Background: an optimization exercise with open tools, aiming at small area, a short achievable clock period and few clock cycles. Do not read the settings as production practice. Only simulation tests tie the RTL to the original design; equivalence was not proved.

== build 85 ==
Design q9_dotacc, start of the top module:
module q9_dotacc (
    input  wire         clk,
    input  wire         rst,
    input  wire         in_valid,
    output wire         in_ready,
    input  wire         in_first,
    input  wire         in_last,
    input  wire         in_fmt,
    input  wire [127:0] in_w,
    input  wire [127:0] in_a,
    input  wire [15:0]  in_sw,
    input  wire [15:0]  in_sa,
    output reg          out_valid,
    output wire [31:0]  out_acc,
    output wire         out_nsc,
    output wire         out_of
);
Size in the first run: about 5400 cells after synthesis, ~330 I/O pins, about 0.040 mm2 of cells after synthesis.
==> flow/config.mk <==
export PLATFORM = sky130hd
export DESIGN_NAME = q9_dotacc
export DESIGN_NICKNAME = q9_dotacc
export VERILOG_FILES = /design/flow/design.v
export SDC_FILE = /design/flow/constraint.sdc
export NUM_CORES = 4
export LEC_CHECK = 0
export ABC_AREA = 1
export CAP_MARGIN = 20
export CORE_MARGIN = 2
export CORE_UTILIZATION = 80
export CTS_CLUSTER_DIAMETER = 300
export CTS_CLUSTER_SIZE = 22
export SLEW_MARGIN = 20
==> flow/constraint.sdc <==
create_clock -name core_clock -period 90.0 [get_ports {clk}]
set_input_delay 18.0000 -clock core_clock [delete_from_list [all_inputs] [get_ports {clk}]]
set_output_delay 18.0000 -clock core_clock [all_outputs]
set_load 0.01 [all_outputs]
standard.sh (not shown) runs the stock make flow with config.mk's settings and CLKGATE_MAP_FILE= SYNTH_SCRIPT=/design/flow/synth_recipe.tcl, a recipe that flattens the netlist after the stock synthesis.
==> flow/flow/run.sh <==
#!/bin/bash
# The standard layout (the standard.sh) with three changes to how it is
# built:
#  - synthesis is the standard synthesis script with the final ABC
#    mapping of combinational logic done by flow/q9_abc.script (an
#    area-oriented script) -- see flow/q9_synth.tcl;
#  - every input and output port is buffered by sky130_fd_sc_hd__buf_1 instead
#    of the cell buffer_ports picks by default (clkdlybuf4s50_1);
#  - clock tree synthesis runs with the flow's usual arguments plus
#    -dont_use_dummy_load, with sinks clustered 22 at a time within 300 um.
# Each tool's output goes to the ORFS logs under orfs/logs; this script's own
# output goes to flow_run.log in the folder it runs in.
set -euo pipefail
export Q9_WORK="$PWD"
export Q9_ABC_SCRIPT="$PWD/flow/q9_abc.script"
bash standard.sh \
  "SYNTH_SCRIPT=$PWD/flow/q9_synth.tcl" \
  "BUFFER_PORTS_ARGS=-buffer_cell sky130_fd_sc_hd__buf_1" \
  "CTS_ARGS=-sink_clustering_enable -repair_clock_nets -sink_clustering_size 22 -sink_clustering_max_diameter 300 -dont_use_dummy_load" \
  finish > flow_run.log 2>&1
==> flow/flow/q9_abc.script <==
strash
dch
amap
strash
dch
amap
strash
dch
amap
topo
stime -c
buffer -c
upsize -c
dnsize -c
==> flow/flow/q9_synth.tcl <==
# The standard synthesis (its synth_recipe.tcl, sourced unchanged), with
# one change: the final ABC technology mapping of the combinational logic uses
# flow/q9_abc.script, an area-oriented script, instead of ORFS's
# abc_area.script. Registers are mapped before that step and are not passed
# to ABC, so they are the standard synthesis's.
proc abc {args} {
    set i [lsearch -exact $args -script]
    if {$i >= 0} {
        set args [lreplace $args [expr {$i + 1}] [expr {$i + 1}] $::env(Q9_ABC_SCRIPT)]
    }
    puts "q9_synth: abc with $::env(Q9_ABC_SCRIPT)"
    yosys abc {*}$args
}
source $::env(Q9_WORK)/synth_recipe.tcl
Testbench counts of build 85, summed over its fixed seeds: cycles 46,863.
Setup changes, build 85 to build 22
-- flow/config.mk --
<<< build 85, line 9
export CAP_MARGIN = 20
export CORE_MARGIN = 2
export CORE_UTILIZATION = 80
export CTS_CLUSTER_DIAMETER = 300
export CTS_CLUSTER_SIZE = 22
>>> build 22, line 9
export CAP_MARGIN = 20
export CORE_MARGIN = 2
export CORE_UTILIZATION = 70
export CTS_CLUSTER_DIAMETER = 300
export CTS_CLUSTER_SIZE = 22
In the metrics for build 85 and build 22, the one carrying the lower detailed-route wire length is build 22. Looking at register-to-register setup slack, build 22 sits 0.44 ns higher than build 85 does. Compared with build 85, in build 22 path depth of the worst reg2reg path went up 3.3%, via count of the first global-routing pass went down 3432, post-CTS clock slew at the launch and capture registers of the worst setup and hold paths held, global routing usage on met2 went down 15 points.
[inputs] build 36 vs build 22
==> flow/flow/q9_abc.script <==
strash
dch
amap
topo
stime -c
buffer -c
upsize -c
dnsize -c
### Flow results
Build 36: all stages complete, timing, DRC and antenna checks passed. Compared with build 22, multi-input logic area in build 36 increased slightly. Clock insertion delay at the later pin of the skew report: build 36 and build 22 compared, lower one is build 22. Register fraction of the total cell area: build 36 vs build 22 down 0.25 points. Cmp build 36 vs build 22: worst path setup slack after routing lower in build 36. Side by side, area of the mapped netlist turned out higher in build 36 than in build 22. Wire length per cell: build 36 vs build 22 down 0.82%.
Edits applied to the flow inputs when going from build 36 to build 42:
-- flow/flow/q9_abc.script --
<<< build 36, line 1
strash
dch
>>> build 42, line 1
strash
dch
amap
strash
dch
==> results.txt <==
- The setup slack in build 42 sits 0.051 ns above the value recorded for build 36.
- When build 42 is measured against build 36, its net count after synthesis turns out 118 lower.
- Compared with build 36, build 42 shows total non-filler cell area in the finished layout that has gone down slightly.
- Sort build 42 and build 36 by fraction of layout instances using a drive strength above 1, descending, and build 42 comes first.
- Compared build 42 against build 36; portion of the clock cycle consumed by the worst path in the final layout within noise.
- Maximum frequency of build 42 is on par with build 36.
- Number of buffers created by CTS across build 42 and build 36: no real change.

[static timing again, ports no longer ideal]
No port has a modelled driver above. Below, the same layouts with a new extraction and two added sets of constraints. Step 1: set_driving_cell puts a clkbuf_16 on clk and a buf_2 on each other input, an assumption about the parent block. Step 2 times the ports against the registers' clock, not the clock port: input delays grow and output delays shrink by t, the midpoint of the rising clock arrivals with the driver on. Slacks: no drivers / after step 1 / after step 2; pairs: no drivers / after step 1.
run	t, ns	slack for setup (ns)	slew at the worst register clock pin (ns)
build 85	0.633	70.830 / 70.763 / 71.396	0.10 / 0.10
build 22	0.631	70.914 / 70.849 / 71.448	0.10 / 0.10
build 36	0.636	70.859 / 70.794 / 71.430	0.12 / 0.12
build 42	0.631	70.910 / 70.843 / 71.424	0.10 / 0.10
After both steps setup and hold are still met in every run listed.
